Context: an optimization exercise on an open-source flow, tuned for small area, a short achievable clock period and few clock cycles. The choices shown serve that exercise and are no tape-out recipe. Only simulation tests tie the RTL to the original design; equivalence was not proved. Power is estimated from default activity; no workload was simulated.

## oak
## kn4_mx_pack
module kn4_mx_pack (
    input  wire         clk,
    input  wire         rst,           
    input  wire         in_valid,
    output wire         in_ready,
    input  wire [31:0]  in_data,       
    input  wire [1:0]   in_fmt,        
    input  wire [2:0]   in_rnd,        
    output reg          out_valid,
    input  wire         out_ready,
    output reg  [7:0]   out_scale,     
    output reg  [255:0] out_elem,      
    output reg  [3:0]   out_flags      
);
    reg        ir_v;                   
    reg        full;                   
    reg [4:0]  n;                      
    reg [5:0]  r;                      
    reg        f_v, b_v;               
    reg [4:0]  wc;                     
    reg        rdy;                    
    wire pop  = (r != 6'd0) & ~b_v;
    wire load = ir_v & (~full | pop);
    assign in_ready = rdy;
    reg [31:0] ir_d;
    reg [1:0]  ir_fmt;
    reg [2:0]  ir_rnd;
    wire ir_free = ~ir_v | ~full | pop;        
    always @(posedge clk) begin
        if (ir_free) begin
            ir_d   <= in_data;
            ir_fmt <= in_fmt;
            ir_rnd <= in_rnd;
        end
    end
    wire        sgn   = ir_d[31];
    wire [7:0]  ex    = ir_d[30:23];
    wire [22:0] fr    = ir_d[22:0];
    wire        ex_z  = (ex == 8'd0);
    wire        ex_f  = (&ex);
    wire        fr_nz = (fr != 23'd0);
    wire        is_nan  = ex_f & fr_nz;
    wire        is_inf  = ex_f & ~fr_nz;
  ...
Size in the first run: about 1,600 cells after synthesis, about 870 flip-flops, roughly 310 I/O pins.
clock: 15.0 ns
lec_check: 0
cap_margin: 5
core_margin: 2
core_utilization: 60
cts_cluster_diameter: 60
cts_cluster_size: 30
place_density: 0.7
slew_margin: 5
standard.sh (not shown) runs the stock make flow with config.mk's settings and CLKGATE_MAP_FILE= SYNTH_SCRIPT=/design/flow/synth_recipe.tcl, a recipe that flattens the netlist after the stock synthesis.
==> flow/flow/run.sh <==
#!/bin/bash
# Own layout flow: the standard synthesis unchanged, then the standard ORFS
# layout with plain buffers on the ports and timing repair aimed below the
# clock period (SETUP_SLACK_MARGIN) so that the achieved period shrinks.
set -euo pipefail
MARGIN=${MARGIN:-10.8}
bash standard.sh synth > synth.log 2>&1
bash standard.sh "BUFFER_PORTS_ARGS=-buffer_cell sky130_fd_sc_hd__buf_1" \
    "SETUP_SLACK_MARGIN=$MARGIN" "CTS_ARGS=-sink_clustering_enable -repair_clock_nets -sink_clustering_size 30 -sink_clustering_max_diameter 60 -sink_clustering_levels 2" finish > layout.log 2>&1
The flow did not stop early for oak: all stages ran, and the layout cleared the timing, DRC and antenna checks.
Testbench counts of oak, summed over its fixed seeds: cycles 12,568.
Input changes introduced in pine (baseline for comparison: oak):
Settings: CTS_CLUSTER_DIAMETER: 60 -> 40; CTS_CLUSTER_SIZE: 30 -> 16.
diff --git a/flow/flow/run.sh b/flow/flow/run.sh
--- a/flow/flow/run.sh
+++ b/flow/flow/run.sh
@@ -9 +9 @@
-    "SETUP_SLACK_MARGIN=$MARGIN" "CTS_ARGS=-sink_clustering_enable -repair_clock_nets -sink_clustering_size 30 -sink_clustering_max_diameter 60 -sink_clustering_levels 2" finish > layout.log 2>&1
+    "SETUP_SLACK_MARGIN=$MARGIN" finish > layout.log 2>&1
==> notes.md <==
Lower clock-pin transition on the worst setup and hold timing paths among oak and pine: pine. Length of routed met3 wiring, pine vs oak: up by a few percent. pine: via count of the first global-routing pass higher than oak. Relative to oak, pine degrades global-route wire length before repair. Compared to oak, pine shows a narrower setup margin. pine vs oak — transition time at the pin with the least slew margin dropped 54 ps. Result for oak and pine: all clean. When pine is set beside oak, its part of the power in the clock network turns out to be 11 points larger. On CTS H-tree depth: between oak and pine, it ends up lower for oak.
Edits applied to the flow inputs when going from pine to birch:
Settings: CTS_CLUSTER_SIZE: 16 -> 30; CTS_CLUSTER_DIAMETER: 40 -> 60.
Notes after the runs:
Cmp pine and birch / part of the total power dissipated in sequential elements / higher: birch
[compare] base=pine new=birch: vias after detailed routing fell by 518; maximum frequency rose by about 1.2%.
Inputs modified between birch and maple:
Settings: changing CORE_UTILIZATION from 60 to 55; changing PLACE_DENSITY from 0.7 to 0.65.
Findings:
maple vs. birch: clock network area share has increased; final area has increased; number of setup buffers added after CTS has decreased.
## Diff of input files: cedar against maple
Settings: swapping 0.65 for 0.7 in PLACE_DENSITY; swapping 55 for 60 in CORE_UTILIZATION; putting SETUP_SLACK_MARGIN at 5 where nothing was set; swapping 5 for 20 in SLEW_MARGIN; swapping 5 for 20 in CAP_MARGIN.
==> flow/run.sh (new file) <==
#!/bin/bash
# synth_recipe.tcl (not shown) runs the flow's synth.tcl, then flattens the netlist and writes it again
# the make line also repeats each setting of config.mk as NAME=value (left out here)
make -C /OpenROAD-flow-scripts/flow DESIGN_CONFIG=/design/flow/config.mk WORK_HOME=/design/flow/orfs CLKGATE_MAP_FILE= SYNTH_SCRIPT=/design/flow/synth_recipe.tcl finish
removed: flow/flow/run.sh
removed: flow/standard.sh
## What came out
Of the two candidates, maple has the worse power in the clock group and cedar the better one. A capture point of the worst path of out_elem[151] is what maple shows, while bq[11] belongs to cedar. As far as final RePlAce weighted congestion is concerned, maple and cedar perform about the same. Of maple and cedar, the higher worst setup slack belongs to maple.


## build 94
The RTL this note starts from:
==> flow/design.v <==
module mx_quant (
    input  wire [14:0] it,
    input  wire [1:0]  fmt,     
    input  wire [2:0]  rnd,     
    input  wire        spec,    
    output wire [7:0]  elem,
    output wire        uf,
    output wire        nx
);
    localparam [2:0] RNE = 3'd0, RTZ = 3'd1, RU = 3'd2, RD = 3'd3, RNA = 3'd4;
    function round_up;
        input [2:0] mode;
        input       neg, lsb, g, s;
        begin
            case (mode)
                RNE:     round_up = g & (s | lsb);
                RU:      round_up = ~neg & (g | s);
                RD:      round_up = neg & (g | s);
                RNA:     round_up = g;
                default: round_up = 1'b0;
            endcase
        end
    endfunction
    wire       sgn  = it[14];
    wire       zero = it[13];
    wire [4:0] ef   = it[12:8];
    wire [2:0] sh   = it[7:5];
    wire [3:0] f    = it[4:1];
    wire       st   = it[0];
    wire fb3 = (fmt == 2'd0) | (fmt == 2'd3);    
    wire [9:0] p = {1'b1, f, 5'b0} >> sh;
    wire [6:0] code = fb3 ? {ef[3:0], p[8:6]} : {ef, p[8:7]};
    wire       lsb  = fb3 ? p[6] : p[7];
    wire       g    = fb3 ? p[5] : p[6];
    wire       s    = (fb3 ? (|p[4:0]) : (|p[5:0])) | st;
    wire       up   = round_up(rnd, sgn, lsb, g, s);
    wire [6:0] code_inc = code + 7'd1;
    wire [6:0] rsum     = up ? code_inc : code;
    reg [6:0] maxc;
    reg       ovf;
    always @* begin
        case (fmt)
            2'd0:    begin maxc = 7'h7E; ovf = (code == 7'h7F) | (up & (code == 7'h7E)); end
            2'd1:    begin maxc = 7'h7B; ovf = up & (code == 7'h7B); end
            default: begin maxc = 7'h1F; ovf = up & (code[4:0] == 5'h1F); end
        endcase
    end
    wire [6:0] mag     = ovf ? maxc : rsum;
    wire       inexact = g | s;
    wire allones = fb3 ? (&f[3:1]) : (&f[3:2]);
    wire g_full  = fb3 ? f[0] : f[1];
    wire s_full  = fb3 ? st : (f[0] | st);
    wire reach   = (sh == 3'd1) & allones & round_up(rnd, sgn, 1'b1, g_full, s_full);
    wire tiny    = (sh != 3'd0) & ~reach;
    wire [6:0] magz = zero ? 7'd0 : mag;
    assign elem = spec ? 8'd0 : (fmt[1] ? {2'b00, sgn, magz[4:0]} : {sgn, magz});
    assign nx   = ~spec & ~zero & (inexact | ovf);
    assign uf   = ~spec & ~zero & inexact & tiny;
endmodule
module kn4_mx_pack (
    input  wire         clk,
    input  wire         rst,           
    input  wire         in_valid,
    output wire         in_ready,
    input  wire [31:0]  in_data,       
    input  wire [1:0]   in_fmt,        
    input  wire [2:0]   in_rnd,        
    output reg          out_valid,
    input  wire         out_ready,
    output reg  [7:0]   out_scale,     
    output reg  [255:0] out_elem,      
    output reg  [3:0]   out_flags      
);
    reg        ir_v;                   
    reg        full;                   
    reg [4:0]  n;                      
    reg [5:0]  r;                      
    reg        f_v, b_v;               
    reg [4:0]  wc;                     
    reg        rdy;                    
    wire pop  = (r != 6'd0) & ~b_v;
    wire load = ir_v & (~full | pop);
    assign in_ready = rdy;
    reg [31:0] ir_d;
    reg [1:0]  ir_fmt;
    reg [2:0]  ir_rnd;
    wire ir_free = ~ir_v | ~full | pop;        
    always @(posedge clk) begin
        if (ir_free) begin
            ir_d   <= in_data;
            ir_fmt <= in_fmt;
            ir_rnd <= in_rnd;
        end
    end
    wire        sgn   = ir_d[31];
    wire [7:0]  ex    = ir_d[30:23];
    wire [22:0] fr    = ir_d[22:0];
    wire        ex_z  = (ex == 8'd0);
    wire        ex_f  = (&ex);
    wire        fr_nz = (fr != 23'd0);
    wire        is_nan  = ex_f & fr_nz;
    wire        is_inf  = ex_f & ~fr_nz;
    wire        is_zero = ex_z & ~fr_nz;
    wire        z16 = ~(|fr[22:7]);
    wire [22:0] nb  = z16 ? {fr[6:0], 16'd0} : fr;
    wire        k1  = ~z16 & (|fr[2:0]);
    wire        z8  = ~(|nb[22:15]);
    wire [22:3] nc  = z8 ? {nb[14:3], 8'd0} : nb[22:3];
    wire        k2  = |nc[10:3];
    wire        z4  = ~(|nc[22:19]);
    wire [22:11] nd = z4 ? {nc[18:11], 4'd0} : nc[22:11];
    wire        k3  = |nd[14:11];
    wire        z2  = ~(|nd[22:21]);
    wire [22:15] ne = z2 ? {nd[20:15], 2'd0} : nd[22:15];
    wire        k4  = |ne[16:15];
    wire        z1  = ~ne[22];
    wire [22:17] ng = z1 ? {ne[21:17], 1'b0} : ne[22:17];
    wire        k5  = ng[17];
    wire [4:0]  lz  = {z16, z8, z4, z2, z1};
    wire [8:0]  c_ex = is_zero ? 9'h100 :
                       ex_z    ? (9'd0 - {4'd0, lz}) :
                                 {1'b0, ex};
    wire [3:0]  c_f  = ex_z ? ng[21:18] : fr[22:19];
    wire        c_st = ex_z ? (k1 | k2 | k3 | k4 | k5) : (|fr[18:0]);
    wire [14:0] cin  = {sgn, c_ex, c_f, c_st};
    reg [1:0] fb_fmt;
    reg [2:0] fb_rnd;
    reg [7:0] fb_mx;                   
    reg       fb_spec, fb_nv;
    function [3:0] emax_of;
        input [1:0] fm;
        case (fm)
            2'd0:    emax_of = 4'd8;
            2'd1:    emax_of = 4'd15;
            2'd2:    emax_of = 4'd4;
            default: emax_of = 4'd2;
        endcase
    endfunction
    function [4:0] cf_of;
        input [1:0] fm;
        case (fm)
            2'd0:    cf_of = 5'd15;
            2'd1:    cf_of = 5'd30;
            2'd2:    cf_of = 5'd7;
            default: cf_of = 5'd3;
        endcase
    endfunction
    function [7:0] bias_of;
        input [1:0] fm;
        case (fm)
            2'd0:    bias_of = 8'd7;
            2'd1:    bias_of = 8'd15;
            2'd2:    bias_of = 8'd3;
            default: bias_of = 8'd1;
        endcase
    endfunction
    wire       first   = (n == 5'd0);
    wire [1:0] fmt_c   = first ? ir_fmt : fb_fmt;
    wire [2:0] rnd_c   = first ? ir_rnd : fb_rnd;
    wire [7:0] mx_prev = first ? {4'd0, emax_of(ir_fmt)} : fb_mx;
    wire [7:0] mx_c    = (ex > mx_prev) ? ex : mx_prev;
    wire       spec_c  = (~first & fb_spec) | ex_f;
    wire       nv_c    = (~first & fb_nv) | is_inf | (is_nan & ~fr[22]);
    wire       trans   = load & (n == 5'd31);
    always @(posedge clk) begin
        if (load) begin
            fb_fmt  <= fmt_c;
            fb_rnd  <= rnd_c;
            fb_mx   <= mx_c;
            fb_spec <= spec_c;
            fb_nv   <= nv_c;
        end
    end
    reg signed [9:0] hd_kn1;
    always @(posedge clk) begin
        if (trans)
            hd_kn1 <= $signed({5'd0, cf_of(fb_fmt)}) - $signed({2'd0, mx_c});
    end
    wire [14:0] stg [0:31];
    genvar gi;
    generate
        for (gi = 0; gi < 32; gi = gi + 1) begin : g_fifo
            reg  [14:0] q;
            wire en = (load & (gi <= n)) | (pop & (gi + r >= 32));
            always @(posedge clk) begin
                if (en) q <= (gi == 0) ? cin : stg[(gi == 0) ? 0 : gi - 1];
            end
            assign stg[gi] = q;
        end
    endgenerate
    wire [14:0] hv   = stg[31];
    wire        h_z  = (hv[13:5] == 9'h100);
    wire signed [9:0] ef = $signed({hv[13], hv[13:5]}) + hd_kn1;    
    wire        ef_z = (ef == 10'd0);
    wire        h_nm = ~ef[9] & ~ef_z;
    wire        ef_n4 = &ef[9:2];                                 
    wire [2:0]  h_sh = h_nm ? 3'd0 :
                       ef_z ? 3'd1 :
                       ef_n4 ? (3'd1 - ef[2:0]) : 3'd5;
    wire [4:0]  h_ef = h_nm ? ef[4:0] : 5'd0;
    wire [14:0] item = {hv[14], h_z, h_ef, h_sh, hv[4:0]};
    reg [1:0] op_fmt;
    reg [2:0] op_rnd;
    reg       op_spec, op_nv;
    always @(posedge clk) begin
        if (pop && r == 6'd32) begin
            op_fmt   <= fb_fmt;
            op_rnd   <= fb_rnd;
            op_spec  <= fb_spec;
            op_nv    <= fb_nv;
        end
    end
    reg [14:0] fq, bq;
    wire wr = f_v & ((wc != 5'd0) | ~out_valid | out_ready);
    always @(posedge clk) begin
        if (~f_v | wr)
            fq <= b_v ? bq : item;
        else if (pop)
            bq <= item;
    end
    wire [7:0] q_elem;
    wire       q_uf, q_nx;
    mx_quant u_q (
        .it(fq), .fmt(op_fmt), .rnd(op_rnd), .spec(op_spec),
        .elem(q_elem), .uf(q_uf), .nx(q_nx)
    );
    wire out_free = ~out_valid | out_ready;
    genvar gj;
    generate
        for (gj = 0; gj < 32; gj = gj + 1) begin : g_out
            wire we = f_v & (wc == gj) & ((gj != 0) | out_free);
            always @(posedge clk) begin
                if (we) out_elem[8*gj +: 8] <= q_elem;
            end
        end
    endgenerate
    always @(posedge clk) begin
        if (wr) begin
            if (wc == 5'd0) begin
                out_scale <= op_spec ? 8'hFF : (bias_of(op_fmt) - hd_kn1[7:0]);
                out_flags <= {op_nv, 1'b0, q_uf, q_nx};
            end else begin
                out_flags[1:0] <= out_flags[1:0] | {q_uf, q_nx};
            end
        end
    end
    wire       ir_v_n = ir_free ? in_valid : ir_v;
    wire [4:0] n_n    = n + {4'd0, load};
    wire [5:0] r_n    = trans ? 6'd32 : (r - {5'd0, pop});
    wire [5:0] occ_n  = {1'b0, n_n} + r_n;
    wire       b_v_n  = (~f_v | wr) ? 1'b0 : (pop | b_v);
    always @(posedge clk) begin
        if (rst) begin
            ir_v      <= 1'b0;
            full      <= 1'b0;
            n         <= 5'd0;
            r         <= 6'd0;
            f_v       <= 1'b0;
            b_v       <= 1'b0;
            wc        <= 5'd0;
            out_valid <= 1'b0;
            rdy       <= 1'b1;
        end else begin
            ir_v <= ir_v_n;
            full <= occ_n[5];
            n    <= n_n;
            r    <= r_n;
            b_v  <= b_v_n;
            rdy  <= ~ir_v_n | ~occ_n[5] | ((r_n != 6'd0) & ~b_v_n);
            if (~f_v | wr)
                f_v <= b_v | pop;
            if (wr)
                wc <= wc + 5'd1;
            if (wr && wc == 5'd31)
                out_valid <= 1'b1;
            else if (out_ready)
                out_valid <= 1'b0;
        end
    end
endmodule
export LEC_CHECK = 0
export CAP_MARGIN = 20
export CORE_MARGIN = 2
export CORE_UTILIZATION = 60
export CTS_CLUSTER_DIAMETER = 50
export CTS_CLUSTER_SIZE = 20
export PLACE_DENSITY = 0.7
export SLEW_MARGIN = 20
create_clock -name core_clock -period 15.0 [get_ports {clk}]
==> flow/flow/run.sh <==
#!/bin/bash
# Own layout flow: the standard synthesis unchanged, then the standard ORFS
# layout with plain buffers on the ports and timing repair aimed below the
# clock period (SETUP_SLACK_MARGIN) so that the achieved period shrinks.
set -euo pipefail
MARGIN=${MARGIN:-10.8}
bash standard.sh synth > synth.log 2>&1
bash standard.sh "BUFFER_PORTS_ARGS=-buffer_cell sky130_fd_sc_hd__buf_1" \
    "SETUP_SLACK_MARGIN=$MARGIN" finish > layout.log 2>&1
Build 94 finished end to end and its layout was clean on timing, DRC and antenna.
Testbench counts of build 94, summed over its fixed seeds: cycles 12,568.
Modified inputs, build 39 compared to build 94
- CTS_CLUSTER_SIZE now 30, was 20
- CTS_CLUSTER_DIAMETER now 60, was 50
- CAP_MARGIN now 5, was 20
- SLEW_MARGIN now 5, was 20
--- a/flow/flow/run.sh
+++ b/flow/flow/run.sh
@@ -6 +6 @@
-MARGIN=${MARGIN:-10.8}
+MARGIN=${MARGIN:-11.0}
Results
- In summary, build 39 completed successfully, with a layout that passed the timing, DRC and antenna checks.
- Compared with build 94, in build 39 final instance count without filler cells about even; count of fill cells added during filler insertion rose 24; shortest clock period the worst path allows after layout fell 0.0041 ns.
#### Input delta (build 42 over build 39)
- CAP_MARGIN: 5 -> 20
- SLEW_MARGIN: 5 -> 20
--- a/flow/flow/run.sh
+++ b/flow/flow/run.sh
@@ -6 +6 @@
-MARGIN=${MARGIN:-11.0}
+MARGIN=${MARGIN:-10.8}
### Flow results
Between build 42 and build 39, it is build 42 whose global routing usage summed across all routing layers is lower, by 0.45 points. Sequential group share of total power: build 42 vs build 39 up 1.4 points. The final reports for build 42 and build 39 show total length of routed met2 wires lower in the former. Every run in the comparison, build 39 and build 42, completed the flow with a clean layout. For build 42, the top routing layer in use was met4, unlike build 39, where it was met5. Build 39 has higher slew of the pin with the lowest slew margin than build 42. Per the comparison of build 42 with build 39, end-of-flow core utilization shrank by 1.2 points; maximum frequency stayed essentially flat; final wirelength has decreased; die area was more or less identical; worst max-slew margin expressed relative to the limit moved up.
For build 83, these inputs were changed with respect to build 42:
- CAP_MARGIN now 5, was 20
- CTS_CLUSTER_SIZE now 40, was 30
- SLEW_MARGIN now 5, was 20
[summary]
- All of build 42 and build 83 finish clean.
- Compare build 42 and build 83 | shortest clock period the worst path allows after layout higher: build 83
- The core of build 83 is more densely filled than that of build 42.
- Relative to build 42, the post-CTS repair timing setup buffer count of build 83 is higher by 2.
- Build 83 consumes more power than build 42 does.
- Re HPWL reported at the end of detailed placement: build 83 is about 0.4% down on build 42.
- Compared to build 42, the router laid down less metal wire for build 83.
- Fmax for build 83: 0.73% down relative to build 42
- Comparing build 42 against build 83, there is no change at all in area fraction in compound gates after synthesis.
- Taking build 42 as the reference, in build 83 clock buffer count from CTS saw a decrease, sequential share of layout area saw a decrease.

==> re-timing with driven ports <==
Ports are ideal in the flow. The routed layouts listed here were re-timed in OpenROAD. Step 1 (the two cells are an assumption about what drives the block):
set clk [get_ports {clk}]
set_driving_cell -lib_cell sky130_fd_sc_hd__clkbuf_16 $clk
set_driving_cell -lib_cell sky130_fd_sc_hd__buf_2 [delete_from_list [all_inputs] $clk]
Step 2, shift: input delay + t, output delay - t, t = (earliest + latest rising clock arrival at the registers) / 2. This alone moves slack from input paths to output paths. Three values: ideal, step 1, step 2; two values: the first two.
run | shift t [ns] | slack for setup (ns) | worst setup path at the end | worst slew at a driven data input, ns
oak | 0.647 | 10.815 / 10.763 / 10.520 | input to register | 0.05
pine | 0.673 | 10.764 / 10.706 / 10.529 | input to register | 0.05
birch | 0.647 | 10.815 / 10.763 / 10.520 | input to register | 0.05
maple | 0.665 | 10.805 / 10.749 / 10.465 | input to register | 0.07
cedar | 0.647 | 10.067 / 10.081 / 9.435 | input to register | 0.05
build 94 | 0.674 | 10.794 / 10.740 / 10.502 | input to register | 0.06
build 39 | 0.648 | 10.798 / 10.743 / 10.580 | input to register | 0.03
build 42 | 0.655 | 10.807 / 10.754 / 10.503 | input to register | 0.06
build 83 | 0.653 | 10.776 / 10.724 / 10.503 | input to register | 0.05
After both steps setup and hold are still met in every run listed. The setup slack of cedar, which loses most, moves by +0.014 ns with the drivers and by -0.632 ns with both steps.
